From an optimization exercise on the open Yosys and OpenROAD flow, aimed at small area, a short achievable clock period and few clock cycles per item; shortcuts taken in it are not production practice.
RTL that was checked went through simulation tests only; none was proved equivalent to the original.
No activity file was given, so power comes from the tool's default toggle rates.

red:
==> flow/design.v <==
module glade_div (
    input  wire        clk,
    input  wire        rst,
    input  wire        start,
    input  wire [1:0]  op,
    input  wire [63:0] a,
    input  wire [63:0] b,
    output wire        ready,
    output wire        done,
    output wire [63:0] result
);
    reg st_s1, st_s2, st_run, st_move, st_fix1, st_fix2, st_done;
    reg rdy;
    reg [63:0] rem;        
    reg [65:0] opd;        
    reg        cin;        
    reg [63:0] bq;         
    reg [5:0]  cnt;        
    reg [6:0]  nla;        
    reg [6:0]  nlb;        
    reg        want_rem;   
    reg        sa;         
    reg        sb;         
    function [6:0] nlz64(input [63:0] x);
        reg [15:0] v4;
        reg [31:0] c4;
        reg [7:0]  v8;
        reg [23:0] c8;
        reg [3:0]  v16;
        reg [15:0] c16;
        reg [1:0]  v32;
        reg [9:0]  c32;
        reg [3:0]  n;
        integer i;
        begin
            for (i = 0; i < 16; i = i + 1) begin
                n = x[4*i +: 4];
                v4[i] = |n;
                c4[2*i +: 2] = n[3] ? 2'd0 : n[2] ? 2'd1 : n[1] ? 2'd2 : 2'd3;
            end
            for (i = 0; i < 8; i = i + 1) begin
                v8[i] = v4[2*i+1] | v4[2*i];
                c8[3*i +: 3] = v4[2*i+1] ? {1'b0, c4[2*(2*i+1) +: 2]} : {1'b1, c4[2*(2*i) +: 2]};
            end
            for (i = 0; i < 4; i = i + 1) begin
                v16[i] = v8[2*i+1] | v8[2*i];
                c16[4*i +: 4] = v8[2*i+1] ? {1'b0, c8[3*(2*i+1) +: 3]} : {1'b1, c8[3*(2*i) +: 3]};
            end
            for (i = 0; i < 2; i = i + 1) begin
                v32[i] = v16[2*i+1] | v16[2*i];
                c32[5*i +: 5] = v16[2*i+1] ? {1'b0, c16[4*(2*i+1) +: 4]} : {1'b1, c16[4*(2*i) +: 4]};
            end
            if (v32[1])      nlz64 = {2'b00, c32[9:5]};
            else if (v32[0]) nlz64 = {2'b01, c32[4:0]};
            else             nlz64 = 7'd64;
        end
    endfunction
    wire [65:0] sum = {2'b00, rem} + opd + {65'd0, cin};
    wire        fit = ~sum[65];
    wire        a_neg = op[0] & a[63];
    wire        b_neg = op[0] & b[63];
    wire [63:0] ax    = a ^ {64{a_neg}};         
    wire [63:0] bx    = b ^ {64{b_neg}};         
    wire [5:0]  nlb6   = nlb[6] ? 6'd63 : nlb[5:0];
    wire [7:0]  s8     = {2'b00, nlb6} + {7'd0, sa} - {1'b0, nla};
    wire        b_zero = ~|bq;
    wire        skip   = s8[7] | b_zero;
    wire [63:0] skipval = want_rem ? (opd[63:0] ^ {64{sa}}) : {64{b_zero}};
    wire [63:0] shin  = st_fix1 ? (want_rem ? rem : bq) : bq;
    wire [65:0] bext  = {{2{sb & ~st_fix1}}, shin};
    wire [5:0]  shamt = cnt & {6{~st_fix1}};
    wire        inv   = st_fix1 | ~sb;
    wire [65:0] bsh   = (bext << shamt) ^ {66{inv}};
    wire        neg   = want_rem ? sa : (sa ^ sb);
    wire        last  = (cnt == 6'd0);
    wire        busy  = st_s1 | st_s2 | st_run | st_move | st_fix1 | st_fix2;
    wire        fin   = (st_s1 & skip) | (st_run & last & want_rem & ~neg) |
                        st_move | st_fix2;
    wire        take_sum = (st_run & fit) | (st_s1 & ~skip) | st_fix2;
    wire [63:0] rem_alt  = (~busy | st_fix1) ? 64'd0 :
                           st_s1   ? skipval :
                           st_move ? bq : rem;
    assign ready  = rdy;
    assign done   = st_done;
    assign result = rem;
    always @(posedge clk) begin
        if (rst) begin
            st_s1   <= 1'b0;
            st_s2   <= 1'b0;
            st_run  <= 1'b0;
            st_move <= 1'b0;
            st_fix1 <= 1'b0;
            st_fix2 <= 1'b0;
            st_done <= 1'b0;
            rdy     <= 1'b1;
        end else begin
            st_s1   <= rdy & start;
            st_s2   <= st_s1 & ~skip;
            st_run  <= st_s2 | (st_run & ~last);
            st_move <= st_run & last & ~want_rem & ~neg;
            st_fix1 <= st_run & last & neg;
            st_fix2 <= st_fix1;
            st_done <= fin;
            rdy     <= fin | (rdy & ~start);
        end
    end
    always @(posedge clk) begin
        rem <= take_sum ? sum[63:0] : rem_alt;
        if (~busy) begin
            opd      <= {2'b00, ax};
            cin      <= a_neg;
            bq       <= b;
            nla      <= nlz64(ax);
            nlb      <= nlz64(bx);
            want_rem <= op[1];
            sa       <= a_neg;
            sb       <= b_neg;
        end
        if (st_s1) begin
            cnt <= s8[5:0];
        end
        if (st_s2) begin
            opd <= bsh;
            cin <= ~sb;
            bq  <= 64'd0;
        end
        if (st_run) begin
            bq  <= {bq[62:0], fit};
            opd <= {1'b1, opd[65:1]};
            cnt <= cnt - 6'd1;
        end
        if (st_fix1) begin
            opd <= bsh;
            cin <= 1'b1;
        end
    end
endmodule
make LEC_CHECK=0 CAP_MARGIN=20 CORE_MARGIN=2 CORE_UTILIZATION=40 PLACE_DENSITY=0.6 SETUP_SLACK_MARGIN=2.0 SLEW_MARGIN=20 finish   # period 5.0 ns
run.sh (not shown) runs the stock make flow with config.mk's settings and CLKGATE_MAP_FILE= SYNTH_SCRIPT=/design/flow/synth_recipe.tcl, a recipe that flattens the netlist after the stock synthesis.
Both conditions hold for red: the flow ran to the end and the final layout passed the timing, DRC and antenna checks.
For blue, these inputs were changed with respect to red:
Settings: removing SETUP_SLACK_MARGIN (formerly 2.0).
[summary]
Comparing the two runs side by side, blue comes out behind red on register-to-register slack.
blue ended up with a21oi_1 as its most common library cell in the layout ignoring fill and taps; red ended up with nor2_1.
Summary of blue over red: share of total power consumed by net switching went up by 0.89 points, via count went down by 1820, first-pass GRT wire length went down by about 9%, fmax went down by 12%, actual transition at the worst max-transition pin went down by 0.11 ns.
For blue, the worst setup path endpoint was rem[62]$_DFFE_PP_, unlike red, where it was rem[9]$_DFFE_PP_.
No functional check of the RTL was part of any run of this note.

glade_div, a different RTL version from the one above (not shown whole).
Size: ~3700 cells after synthesis, about 210 flip-flops, about 200 I/O pins.
make LEC_CHECK=0 CAP_MARGIN=20 CORE_MARGIN=2 CORE_UTILIZATION=50 GPL_TIMING_DRIVEN=0 PLACE_DENSITY=0.7 SETUP_SLACK_MARGIN=0.1 SLEW_MARGIN=20 finish   # period 5.0 ns
Testbench counts at the start, summed over its fixed seeds: cycles 24,582, items 2,400.
Next try:
CORE_UTILIZATION = 35   (was 50)
PLACE_DENSITY = 0.5   (was 0.7)
SETUP_SLACK_MARGIN = 0.3   (was 0.1)
What happened: Design area is higher by 3.0%. Power came out higher by 2.8%. Die area climbs by 42%. Synthesized area is unchanged.
Next try:
CORE_UTILIZATION = 30   (was 35)
PLACE_DENSITY = 0.45   (was 0.5)
SETUP_SLACK_MARGIN = 0.2   (was 0.3)
The changed run completed without violations; cell area grows by 0.62%; via count shrinks by 0.66%; flip-flop and latch count stays the same; combinational power barely changes; utilization shrinks by 5.6 points; die area grows by about 16%; sequential power is about the same.
Next try:
CORE_UTILIZATION = 40   (was 30)
PLACE_DENSITY = 0.6   (was 0.45)
TNS_END_PERCENT = 30   (was not set)
Result: Worst hold slack degrades by 0.012 ns; routed wire length drops by a little under a tenth; clock skew decreases by 0.013 ns.

Another version of the RTL of glade_div (not shown whole).
Size in the first run: roughly 210 flip-flops, ~200 I/O pins, about 31000 um^2 of cells after synthesis.
==> flow/config.mk <==
export PLATFORM = sky130hd
export DESIGN_NAME = glade_div
export DESIGN_NICKNAME = glade_div
export VERILOG_FILES = /design/flow/design.v
export SDC_FILE = /design/flow/constraint.sdc
export NUM_CORES = 4
export LEC_CHECK = 0
export CAP_MARGIN = 20
export CORE_MARGIN = 2
export CORE_UTILIZATION = 40
export GPL_TIMING_DRIVEN = 0
export PLACE_DENSITY = 0.6
export SETUP_SLACK_MARGIN = 0.8
export SLEW_MARGIN = 20
==> flow/constraint.sdc <==
create_clock -name core_clock -period 5.0 [get_ports {clk}]
set_input_delay 1.0000 -clock core_clock [delete_from_list [all_inputs] [get_ports {clk}]]
set_output_delay 1.0000 -clock core_clock [all_outputs]
set_load 0.01 [all_outputs]
Testbench counts at the start, summed over its fixed seeds: cycles 24,582, items 2,400.
Next try:
--- a/flow/config.mk
+++ b/flow/config.mk
@@ -11,4 +11,4 @@
 export GPL_TIMING_DRIVEN = 0
 export PLACE_DENSITY = 0.6
-export SETUP_SLACK_MARGIN = 0.8
+export SETUP_SLACK_MARGIN = 0.2
 export SLEW_MARGIN = 20
After rerunning:
- The new run ran to the end with no violations
- wire length shrinks by 6.8%
- maximum frequency falls by 3.3%
- worst setup slack loses 0.16 ns

RTL: one of the versions met above, not the one the previous note started from.
Size in the first run: about 200 I/O pins, about 29000 µm² of cells after synthesis.
clock: 5.0 ns
lec_check: 0
cap_margin: 20
core_margin: 2
core_utilization: 35
gpl_timing_driven: 0
place_density: 0.5
setup_slack_margin: 0.2
slew_margin: 20
Testbench counts at the start, summed over its fixed seeds: cycles 24,582, items 2,400.
Edit:
- CORE_UTILIZATION: 35 -> 40
- PLACE_DENSITY: 0.5 -> 0.6
- SETUP_SLACK_MARGIN: 0.2 -> 0.1
- The changed run finished clean
- clock-buffer cell count rose by 3
- final cell count went down by a few percent
- non-clock buffer count falls by 19
- cell area goes down slightly
- power came out lower by a few percent
- die area is lower by roughly a tenth
- sequential share of layout area went up by 0.21 points
- setup slack got worse by 160 ps
- global-route usage came out higher by 2.8 points
- first-iteration DRC count came out higher by about a fifth
Edit:
- SETUP_SLACK_MARGIN: 0.1 -> 0.2
The new run produced a clean layout.
Setup slack gets better by 91 ps.
Via count rises by 0.45%.
Die area does not change.
Non-clock buffer count rises by 4.
Total power rises by 1.5%.
Clock-buffer cell count falls by 3.
Maximum frequency rises by 1.9%.
First-iteration DRC count falls by 3.4%.
Final cell count is about the same.

[afterwards: timing with drivers on the ports]
Ports are ideal in the flow. The routed layouts listed here were re-timed in OpenROAD.
Step 1, drivers: a clkbuf_16 drives clk and a buf_2 each remaining input, both assumed.
Step 2 moves the port delays by t, midway between the first and last clock arrival at a register: inputs arrive t later, outputs are due t later. That takes back most of the time a late clock gives input paths.
Three values: ideal ports, drivers, drivers and shift; two values: the first two.
| run | t (ns) | setup WS [ns] | worst setup path at the end | latest minus earliest clock arrival (ns) |
|---|---|---|---|---|
| red | 0.692 | 0.810 / 0.810 / 0.810 | register to register | 0.022 / 0.022 |
| blue | 0.673 | 0.241 / 0.241 / 0.241 | register to register | 0.017 / 0.018 |
| the first run of note 2 | 0.637 | 0.125 / 0.125 / -0.434 | input to register | 0.023 / 0.023 |
| the second run of note 2 | 0.669 | 0.305 / 0.277 / -0.217 | input to register | 0.028 / 0.029 |
| the third run of note 2 | 0.681 | 0.276 / 0.223 / -0.363 | input to register | 0.034 / 0.034 |
| the fourth run of note 2 | 0.680 | 0.137 / 0.072 / -0.263 | input to register | 0.021 / 0.022 |
| the first run of note 3 | 0.661 | 0.432 / 0.446 / -0.193 | input to register | 0.017 / 0.017 |
| the second run of note 3 | 0.639 | 0.276 / 0.226 / -0.333 | input to register | 0.031 / 0.031 |
| the first run of note 4 | 0.673 | 0.295 / 0.229 / -0.245 | input to register | 0.040 / 0.040 |
| the second run of note 4 | 0.668 | 0.133 / 0.070 / -0.348 | input to register | 0.014 / 0.014 |
| the third run of note 4 | 0.686 | 0.224 / 0.158 / -0.301 | input to register | 0.028 / 0.028 |
Met with ideal ports but missed after step 2: setup timing in 9 of these runs. The setup slack of the third run of note 2, which loses most, moves by -0.053 ns with the drivers and by -0.639 ns with both steps.
